This design comes from an exercise in tuning for small area, a short achievable clock period and few clock cycles per item on the open sky130 flow, not from production work.
The RTL was checked by simulation tests, not by an equivalence proof against the original design.

==> flow/design.v, too long to show whole: its modules and the start of the top module <==
// module comp_core: 1441 lines
module comp_core (
    input  wire        clk,
    input  wire        rst,           
    input  wire        smp_valid,
    input  wire [9:0]  smp_code,
    input  wire        preset,
    input  wire [23:0] preset_duty,
    input  wire        start,
    output wire        ready,
    output reg         done,
    output wire [23:0] duty,
    output wire [18:0] cmp,
    input  wire [1:0]  wavg,
    input  wire [19:0] b0,
    input  wire [19:0] b1,
    input  wire [19:0] b2,
    input  wire [19:0] c1,
    input  wire [19:0] c2,
    input  wire [3:0]  gshift,
    input  wire [15:0] dmax,
    input  wire [25:0] d_ff,
    input  wire [11:0] top,
    input  wire [8:0]  trim
);
  // ...
==> flow/flow/run.sh <==
#!/bin/bash
# Standard synthesis, then the standard flow's own layout with a larger setup repair
# margin (aimed at the worst path only), so that timing repair works toward
# a shorter period than the clock, and the smallest buffer on the ports.
set -euo pipefail
bash standard.sh synth > synth.log 2>&1
bash standard.sh SETUP_SLACK_MARGIN=14 TNS_END_PERCENT=0 \
    'BUFFER_PORTS_ARGS=-buffer_cell sky130_fd_sc_hd__buf_1' finish > layout.log 2>&1
==> flow/standard.sh <==
#!/bin/bash
# synth_recipe.tcl (not shown) runs the flow's synth.tcl, then flattens the netlist and writes it again
# the make line also repeats each setting of config.mk as NAME=value (left out here)
make -C /OpenROAD-flow-scripts/flow DESIGN_CONFIG=/design/flow/config.mk WORK_HOME=/design/flow/orfs CLKGATE_MAP_FILE= SYNTH_SCRIPT=/design/flow/synth_recipe.tcl "${@:-finish}"
==> flow/config.mk <==
export PLATFORM = sky130hd
export DESIGN_NAME = comp_core
export DESIGN_NICKNAME = comp_core
export VERILOG_FILES = /design/flow/design.v
export SDC_FILE = /design/flow/constraint.sdc
export NUM_CORES = 4
export LEC_CHECK = 0
export CAP_MARGIN = 20
export CORE_MARGIN = 2
export CORE_UTILIZATION = 40
export SLEW_MARGIN = 20
==> flow/constraint.sdc <==
create_clock -name core_clock -period 19.0 [get_ports {clk}]
set_input_delay 3.8000 -clock core_clock [delete_from_list [all_inputs] [get_ports {clk}]]
set_output_delay 3.8000 -clock core_clock [all_outputs]
set_load 0.01 [all_outputs]
==> flow_summary.ini, run 1 <==
[clocking]
cts.sinks = 409
clk_path_buf_depth = 3

[timing]
max_freq_mhz = 145
slew_viol_final = 0
fin_tns_setup_ps = 0

[finish]
layout_common_cells = inv_1, nand2_1, fa_1, dfxtp_1, a22oi_1
n_clock_buffer = 53
clk_share = 0.0369
multi_input_gates = 3539
layout_commonest_cell = inv_1

[synthesis]
synth_most_common_cell = inv_1
synth_common_cells = inv_1, nand2_1, dfxtp_1
synth_top_family_by_area = adder cells
ys.flop_type = dfxtp_1
synth_area_mm2 = 0.0414

[place]
place.gp.congestion = 1.01
portBuffers = 252
dp.cells = 6166
dpl.hpwl_mm = 116

[floorplanning]
rows = 117
die_area_mm2 = 0.106

[worst_hold_path]
holdCritPathClass = register to register

[status]
outcome = complete, no violations

[critical_path]
cpMaxStageDelayCell = a222oi_1
cp_max_fo = 53
r2r_start = ms[4]
reg2reg_slack_ps = 12100

[global_route]
grt_pass1_wl_mm = 249
use_met3 = 0.0808
antenna_found_initial = 6
grt_use_total = 0.310

[route]
drt_wl_total_mm = 170
drt-met1-wl_mm = 66.8

[power_and_ir_drop]
Testbench counts, summed over its fixed seeds: cycles 22,640, items 3,200.
==> inputs of run 2 (changes only) <==
--- a/flow/design.v
+++ b/flow/design.v
@@ -20,37 +20,36 @@
     input  wire [15:0] dmax,
     input  wire [25:0] d_ff,
     input  wire [11:0] top,
     input  wire [8:0]  trim
 );
     localparam [3:0] S_IDLE = 4'd0, S_P1 = 4'd1, S_P2 = 4'd2, S_P3 = 4'd3,
                      S_PC1 = 4'd4, S_PC2 = 4'd5, S_PT = 4'd6,
                      S_FU1 = 4'd7, S_FU2 = 4'd8, S_FV1 = 4'd9, S_FUC = 4'd10,
-                     S_CK = 4'd11;
+                     S_CK = 4'd11, S_FV2 = 4'd12;
     localparam signed [26:0] V_MAX = 27'sh3FFFFFF;
     localparam signed [26:0] V_MIN = -27'sh4000000;
     reg [3:0] state;
     reg       byp;          
     reg       corr_r;       
     reg       clo_r;        
+    reg       d0_r;         
     reg [9:0] hist [0:7];
     reg [9:0] smp_p;
     reg       smp_pv;
     reg [3:0] wsel_r;       
     reg signed [29:0] u;
     reg signed [26:0] v1, v2;
     reg signed [9:0]  e1, e2;
     reg signed [27:0] opa;
     reg        [9:0]  bn_r, bo_r, bt_r;    
     reg        [47:0] acc;
-    reg        [3:0]  gsh_r;
     reg        [15:0] dmax_r;
     reg signed [25:0] dff_r;
-    reg        [11:0] te_r;               
     reg        [14:0] top5_r;             
     reg signed [8:0]  trim_r;
     assign ready = (state == S_IDLE);
     assign duty  = opa[23:0];
     wire       wn2 = ~wsel_r[0];
     wire       wn4 = wsel_r[2] | wsel_r[3];
     wire       wn8 = wsel_r[3];
     wire [9:0] hg1 = wn2 ? hist[1] : 10'd0;
@@ -1296,59 +1295,60 @@
     wire        d_zero = (a_mac[23:0] == 24'd0);
     wire        d_mid  = ((a_mac[23:11] != 13'd0) & (a_mac[23:20] != 4'hF)) | d_zero;
     wire        cz_ck = (t == $signed({{12{trim_r[8]}}, trim_r}));
     wire        th_ck = t > $signed({2'd0, tcap});
     reg         cz_r, thi_r;
     assign cmp = (cz_r | t[20]) ? 19'd0 : thi_r ? tcap : t[18:0];
     wire [11:0] top_eff = (top < 12'd100) ? 12'd100 :
                           (top > 12'd4000) ? 12'd4000 : top;
-    wire [14:0] top5 = {3'd0, te_r} + {1'b0, te_r, 2'd0};
+    wire [14:0] top5 = {3'd0, top_eff} + {1'b0, top_eff, 2'd0};
     reg [3:0] nstate;
     always @(*) begin
         nstate = state;
         case (state)
             S_IDLE:  if (start) nstate = S_P1;
             S_P1:    nstate = S_P2;
             S_P2:    nstate = S_P3;
             S_P3:    nstate = S_PC1;
             S_PC1:   nstate = !bad1 ? S_PC2 : corr ? S_FU1 : S_FUC;
             S_FU1:   nstate = S_FU2;
             S_FU2:   nstate = S_PC1;
             S_FUC:   nstate = S_PC1;
             S_PC2:   nstate = bad2 ? S_FV1 : S_PT;
             S_FV1:   nstate = S_PC2;
-            S_PT:    nstate = bad3 ? S_PT : d_mid ? S_IDLE : S_CK;
+            S_PT:    nstate = bad3 ? S_FV2 : d_mid ? S_IDLE : S_CK;
+            S_FV2:   nstate = S_PT;
             S_CK:    nstate = S_IDLE;
             default: nstate = S_IDLE;
         endcase
         if (rst)
             nstate = S_IDLE;
     end
     wire byp_next = (state == S_P3) | (state == S_PC1) | (state == S_PC2);
     wire [7:0] ms_next = {
         (state == S_P1) | (state == S_P2),                        
         state == S_IDLE,                                          
         (state == S_P3) | (state == S_FU2) | (state == S_FUC),    
         (state == S_PC1) | (state == S_FV1),                      
-        (state == S_PC2) | (state == S_PT),                       
+        (state == S_PC2) | (state == S_PT) | (state == S_FV2),    
         state == S_IDLE,                                          
         (state == S_P3) | (state == S_FU2) | (state == S_FUC),    
         (state == S_PC1) | (state == S_FV1)};                     
     wire [6:0] pu_next = {
         nstate == S_PC1, nstate == S_PC2, nstate == S_PT, nstate == S_FU1,
         nstate == S_FU2, nstate == S_FV1, nstate == S_FUC};
     wire        sh_acc = (state == S_IDLE);
     wire [9:0]  sh_e   = sh_acc ? e2 : e1;
-    wire [3:0]  sh_g   = sh_acc ? gshift : gsh_r;
     reg  [27:0] a_next;
     always @(*) begin
         case (state)
-            S_IDLE, S_P1, S_P2, S_P3: a_next = eshift(sh_e, sh_g);
-            S_PT:    a_next = !bad3 ? opa : (a_ovf & asum[29]) ? 28'd0 : {4'd0, lim};
+            S_IDLE, S_P1, S_P2, S_P3: a_next = eshift(sh_e, gshift);
+            S_PT:    a_next = opa;
+            S_FV2:   a_next = d0_r ? 28'd0 : {4'd0, lim};
             S_CK:    a_next = opa;
             default: a_next = asum[27:0];
         endcase
     end
     reg [19:0] b_next;
     always @(*) begin
         case (state)
             S_IDLE:  b_next = b2;
@@ -1357,20 +1357,18 @@
             S_P3, S_FU1, S_FU2, S_FUC: b_next = c1;
             S_PC1, S_FV1: b_next = c2;
             default: b_next = {5'd0, top5_r};
         endcase
     end
     wire b_neg = (state == S_IDLE) | (state == S_P1) | (state == S_P2);
     integer i;
     always @(posedge clk) begin
-        gsh_r  <= gshift;
         dmax_r <= dmax;
         dff_r  <= d_ff;
-        te_r   <= top_eff;
         top5_r <= top5;
         trim_r <= trim;
         wsel_r <= 4'b0001 << wavg;
         acc    <= mac_sum;
         {bn_r, bo_r, bt_r} <= benc(b_next, b_neg);
         opa    <= (state == S_P3) | (state == S_PC1) ? mac_sum[45:18] :
                   (state == S_PC2) ? (mac_sum[45:18] & {28{~mac_sum[47]}}) : a_next;
         cz_r   <= (state == S_CK) ? cz_ck : d_zero;
@@ -1426,16 +1424,18 @@
                 S_FU1: begin
                     u <= asum[29] ? 30'sd0 : c_hi ? $signed({6'd0, lim}) : asum;
                 end
                 S_PC2: begin
                     if (byp)
                         v1 <= a_sat;
                 end
                 S_PT: begin
-                    if (byp)
-                        v2 <= a_sat;
+                    if (byp) begin
+                        v2   <= a_sat;
+                        d0_r <= a_ovf & asum[29];
+                    end
                 end
                 default: ;
             endcase
         end
     end
 endmodule
==> run 2 against run 1 <==
Compared with the run above:
- synthesized cell count up 0.33%
- die area down 0.64%
- clock-buffer cell count rose by 12
- register-to-register slack about the same
- routed wire length down 1.9%
- non-clock buffer count fell by 34
- fmax decreased by 0.16%
- area after synthesis shrank 0.65%
- sequential share of layout area shrank 0.21 points
- clock skew grew 33 ps
==> flow_summary.ini, run 2 <==
[synthesis]
syn-num-nets = 5631
ys_ff_latch = 394
synth_most_common_cell = inv_1
syn_inst = 4848
yosysWarnings = 2
synth.distinct_cells = 88
synth_top_cell_by_area = fa_1
avgSynthCellArea_um2 = 8.48
synthArstFlopShare = 0
synth_top_area_share = 0.173
synth_common_cells = inv_1, fa_1, dfxtp_1
synth_area_mm2 = 0.0411
synth_edf_count = 41
ys_seq_area_frac = 0.202
ys.flop_type = dfxtp_1
yosys-top-cells-area = fa_1, dfxtp_1, ha_1

[route]
initialDrtViolationCount = 5147
vias = 38800
wl_per_cell_um = 26.3
drt_wl_total_mm = 167
drt-vias-per-instance = 6.11
ant_nets = 0
drc = 0
first_pass_iters = 8

[worst_hold_path]
holdCritPathClass = register to register
hold_depth = 2

[timing]
hold_viol = 0
clock_skew_ps = 59.7
tightestPinTransition_ps = 1190
period_needed_ps = 6910
max_freq_mhz = 145
slew_viol_final = 0
finalCritPeriodShare = 0.364
fin_tns_setup_ps = 0
slew_headroom = 0.202
whs_ps = 474
rsz0062_at_grt = yes
finalSetupViolCount = 0

[finish]
layout.nets = 5714
layout-drive-gt1-share = 0.0947
layout_commonest_cell = inv_1
layout_common_cells = inv_1, fa_1, a22oi_1, dfxtp_1, nand2_1
nFillCells = 10100
synthToLayoutAreaGrowth_pct = 13.2
largest_registers = hist: 80 flops, acc: 48 flops, u: 30 flops
regMostFlops = hist
largest_reg_flops = 80

[clocking]
htree_levels = 2
cts_tree = yes
clock_latency_ps = 690
cts_root_buffer = clkbuf_16
numCtsBuffers = 49
cts.sinks = 394
cts.clk_slew.worst_paths_ps = 60
clk_path_buf_depth = 3

[global_route]
grt_overflow = 0
grt_pass1_wl_mm = 245
grt_max_degree = 93
antenna_found_initial = 4
grt_pass1_vias = 37400
grt_use_total = 0.306

[floorplanning]
die_y_um = 325
rows = 117
num_io_pins = 253
start_util = 0.403
die_area_mm2 = 0.105
coreArea_mm2 = 0.102
die_w_um = 325

[critical_path]
r2r_cells = 21
start_kind = register
end_kind = register
cp_max_fo = 15
critPathKind = register to register
crit_required_ps = 19370
worstPathArrival_ps = 7280

[place]
dpl.hpwl_mm = 118
place.gp.congestion = 0.998
portBuffers = 252

[status]
outcome = complete, no violations

[run]
max_cap_viol_count = 0
-- run 2: path summary, 6_finish.rpt --
kind	end	start	slack (ps)
worst min-delay path	e1[7]	e1[7]	470
worst max register to register	opa[17]	ms[3]	12090
worst max-delay path	opa[17]	ms[3]	12090
worst min register to register	e1[7]	e1[7]	470
-- run 2: final cells by class --
class,count,area (um2),share of cell area
clock inverters,27,404,0.00869
repair buffers,430,2680,0.0576
flip-flops and latches,394,8350,0.179
diodes,5,12.5,0.000269
inverters,535,2030,0.0437
multi-input cells,3521,29900,0.644
clock buffers,65,1390,0.0299
well taps,1368,1710,0.0368
-- run 2: kinds of logic after synthesis --
family | synth area share
AOI/OAI and AO/OA | 0.231
and+or+nand+nor | 0.112
buffers and inverters | 0.0883
adders and majority gates | 0.240
xor gates and xnor gates | 0.0859
DFF | 0.202
muxes | 0.0403
-- run 2: what timing repair did --
| action | in CTS | in global routing |
|---|---|---|
| cloned | 8 | 2 |
| hold buffers | 0 | 0 |
| pin swaps | 41 | 28 |
| resized for setup | 143 | 49 |
| endpoints found under the setup margin | 239 | 241 |
| buffers inserted | 45 | 18 |
-- run 2: stage by stage --
stage,worst slack [ps],util,instances,area (um2)
global route,11940,0.456,6340,46500
floorplan,12210,-,4848,41100
detailed placement,10570,0.423,6175,43100
finish,12090,0.457,6345,46500
CTS,12300,0.452,6320,46100
global placement,10650,0.423,6175,43100
-- run 2: worst max-delay path: stages, from the launching register on --
cell,delay [ps]
dfxtp_1,710
nand2_2,390
o211ai_1,420
fa_1,550
fa_1,500
inv_1,50
fa_1,490
fa_1,510
inv_1,70
fa_1,480
ha_1,500
a21boi_0,440
a31oi_4,80
buf_4,160
buf_4,120
buf_4,120
buf_4,120
buf_4,120
buf_4,120
nor3b_1,130
xor2_1,380
o22ai_2,150
-- run 2: per-layer routing --
layer  GRT usage  vias to the layer above  wire length [um]  share of wire
li1            -                    17000                 -              -
met1       0.407                    18900             66500           0.40
met2       0.469                     2495             72000           0.43
met3      0.0800                      412             19600           0.12
met4       0.133                        0              8780          0.053
met5           0                        -                 0              0
Testbench counts of run 2, summed over its fixed seeds: cycles 22,650, items 3,200.
==> inputs of run 3 (changes only) <==
==> flow/flow/run.sh (replaced) <==
#!/bin/bash
# Standard synthesis, then the standard flow's own layout with a larger setup repair
# margin (aimed at the worst path only), so that timing repair works toward
# a shorter period than the clock, the smallest buffer on the ports, and a
# denser placement.
set -euo pipefail
bash standard.sh synth > synth.log 2>&1
bash standard.sh SETUP_SLACK_MARGIN=14 TNS_END_PERCENT=0 \
    'BUFFER_PORTS_ARGS=-buffer_cell sky130_fd_sc_hd__buf_1' \
    CORE_UTILIZATION=60 PLACE_DENSITY=0.8 finish > layout.log 2>&1
==> run 3 against run 2 <==
Compared with the run above:
- critical path depth is 9 higher
- fmax is 0.25% higher
- non-clock buffer count is 13 higher
- critical endpoint is now u[8]
==> flow_summary.ini, run 3 <==
[clocking]
htree_levels = 2
cts.sinks = 394
clock_latency_ps = 660
cts_root_buffer = clkbuf_16
clk_path_buf_depth = 3
cts.clk_slew.worst_paths_ps = 70
numCtsBuffers = 46
cts_tree = yes

[global_route]
grt_max_degree = 101
grt_pass1_vias = 38800
grt_overflow = 0
grt_pass1_wl_mm = 243
grt_use_total = 0.458
antenna_found_initial = 7

[route]
first_pass_iters = 10
ant_nets = 0
initialDrtViolationCount = 5960
wl_per_cell_um = 28.2
drt_wl_total_mm = 165
drt-vias-per-instance = 6.83
vias = 40000
drc = 0

[critical_path]
crit_path_frequent_cell = a211oi_1
crit_required_ps = 19500
critPathKind = register to register
worstPathArrival_ps = 7390
start_kind = register
cpMaxStageDelayCell = nor4_2
cp_max_fo = 32
max_stage_delay_ps = 370
end_kind = register

[synthesis]
ys_ff_latch = 394
synth.distinct_cells = 88
synth_edf_count = 41
syn_inst = 4848
yosysWarnings = 2
synth_common_cells = inv_1, fa_1, dfxtp_1
ys.flop_type = dfxtp_1
synth_most_common_cell = inv_1
ys_seq_area_frac = 0.202
synth_area_mm2 = 0.0411
synth_top_area_share = 0.173
synthArstFlopShare = 0
yosys-top-cells-area = fa_1, dfxtp_1, ha_1
avgSynthCellArea_um2 = 8.48
syn-num-nets = 5631
synth_top_cell_by_area = fa_1

[floorplanning]
die_area_mm2 = 0.0706
rows = 95
coreArea_mm2 = 0.0675
num_io_pins = 253
start_util = 0.609
die_y_um = 266
die_w_um = 266

[timing]
clock_skew_ps = 62.9
finalSetupViolCount = 0
hold_viol = 0
slew_viol_final = 0
slew_headroom = 0.202
finalCritPeriodShare = 0.363
max_freq_mhz = 145
rsz0062_at_grt = yes
layout_setup_ws_ps = 12110
fin_tns_setup_ps = 0
period_needed_ps = 6890
tightestPinTransition_ps = 1190
whs_ps = 487

[finish]
layout.nets = 5726
nFillCells = 5570
layout-drive-gt1-share = 0.0996
layout_common_cells = inv_1, fa_1, dfxtp_1, a22oi_1, nor2_1
regMostFlops = hist
instances_no_fill = 5859
layout_commonest_cell = inv_1
final_util = 0.681
largest_reg_flops = 80
multi_input_area_mm2 = 0.0301
largest_registers = hist: 80 flops, acc: 48 flops, u: 30 flops
seq_area_mm2 = 0.00838
synthToLayoutAreaGrowth_pct = 11.9

[place]
place.gp.congestion = 1.05
dp.cells = 5662
portBuffers = 252
dpl.hpwl_mm = 117
dp_worst_setup_slack_ps = 10590

[status]
outcome = complete, no violations

[run]
max_cap_viol_count = 0

[worst_hold_path]
holdCritPathClass = register to register
## run 3: cell counts after synthesis
Identical to the previous run, type by type.
## run 3: kinds of logic (layout without fill, tap and decap cells)
family	after synthesis	count (layout)	synth area share
AND/OR/NAND/NOR	982	983	0.112
adder cells (fa/ha/maj)	577	577	0.240
multiplexers	164	164	0.0403
AO/OA/AOI/OAI	1393	1395	0.231
XOR/XNOR	403	403	0.0859
buffers and inverters	935	1065	0.0883
flip-flops	394	394	0.202
other	0	5	0
## run 3: final timing paths
kind               from          to  slack [ps]  cells after the start
max               pu[3]        u[8]       12110                     30
min reg2reg  hist[7][4]  hist[7][4]         490                      2
min          hist[7][4]  hist[7][4]         490                      2
max reg2reg       pu[3]        u[8]       12110                     30
## run 3: cell type report
class | count | share of cell area
Antenna cell | 5 | 0.000272
Clock buffer | 56 | 0.0272
Clock inverter | 30 | 0.00803
Inverter | 535 | 0.0440
Multi-Input combinational cell | 3522 | 0.654
Sequential cell | 394 | 0.182
Tap cell | 873 | 0.0238
Timing Repair Buffer | 443 | 0.0603
Timing Repair inverter | 1 | 0.000109
## run 3: routing by layer
layer  routed length, um  share of wire  GRT usage  up-vias
li1                    -              -          -    17000
met1               60700           0.37      0.585    19100
met2               69000           0.42      0.670     3103
met3               22900           0.14      0.149      737
met4               12600          0.076      0.287        8
met5                  49        0.00030          0        -
## run 3: through the flow
step | instance area [um2]
after floorplan | 41100
after global placement | 42300
after detailed placement | 42300
after CTS | 45100
after global routing | 46000
final | 46000
## run 3: timing repair
action | CTS | global route
resized for setup | 123 | 88
pin swaps | 33 | 43
hold buffers | 0 | 0
setup endpoints to repair | 246 | 247
buffers inserted | 58 | 36
cloned | 6 | 6
## run 3: worst max-delay path, delay by kind of cell (launching register included)
kind                     cells  cell delay, ps
AND/OR/NAND/NOR              9            1670
adder cells (fa/ha/maj)      2             650
AO/OA/AOI/OAI               13            2790
flip-flops                   1             340
XOR/XNOR                     1             130
buffers and inverters        4             850
multiplexers                 1             260

[what the ideal ports hide]
No port has a modelled driver above. Below, the same layouts with a new extraction and two added sets of constraints. Step 1 sets driving cells, clkbuf_16 on the clock port and buf_2 on the other inputs (assumed; they add their load-dependent delay and slew). Step 2, shift: input delay + t, output delay - t, t = (earliest + latest rising clock arrival at the registers) / 2. This alone moves slack from input paths to output paths. a / b / c = no drivers / after step 1 / after step 2; a / b = the first two.
| run | t, ns | slack for setup (ns) | latest minus earliest clock arrival (ns) | worst data-port slew with drivers (ns) |
|---|---|---|---|---|
| run 1 | 0.693 | 12.103 / 12.103 / 11.960 | 0.031 / 0.032 | 0.08 |
| run 2 | 0.734 | 12.092 / 12.092 / 11.680 | 0.059 / 0.060 | 0.10 |
| run 3 | 0.699 | 12.110 / 12.110 / 11.743 | 0.066 / 0.066 | 0.10 |
After both steps every run listed still meets setup and hold. The setup slack of run 2, which loses most, moves by 0.000 ns with the drivers and by -0.412 ns with both steps.
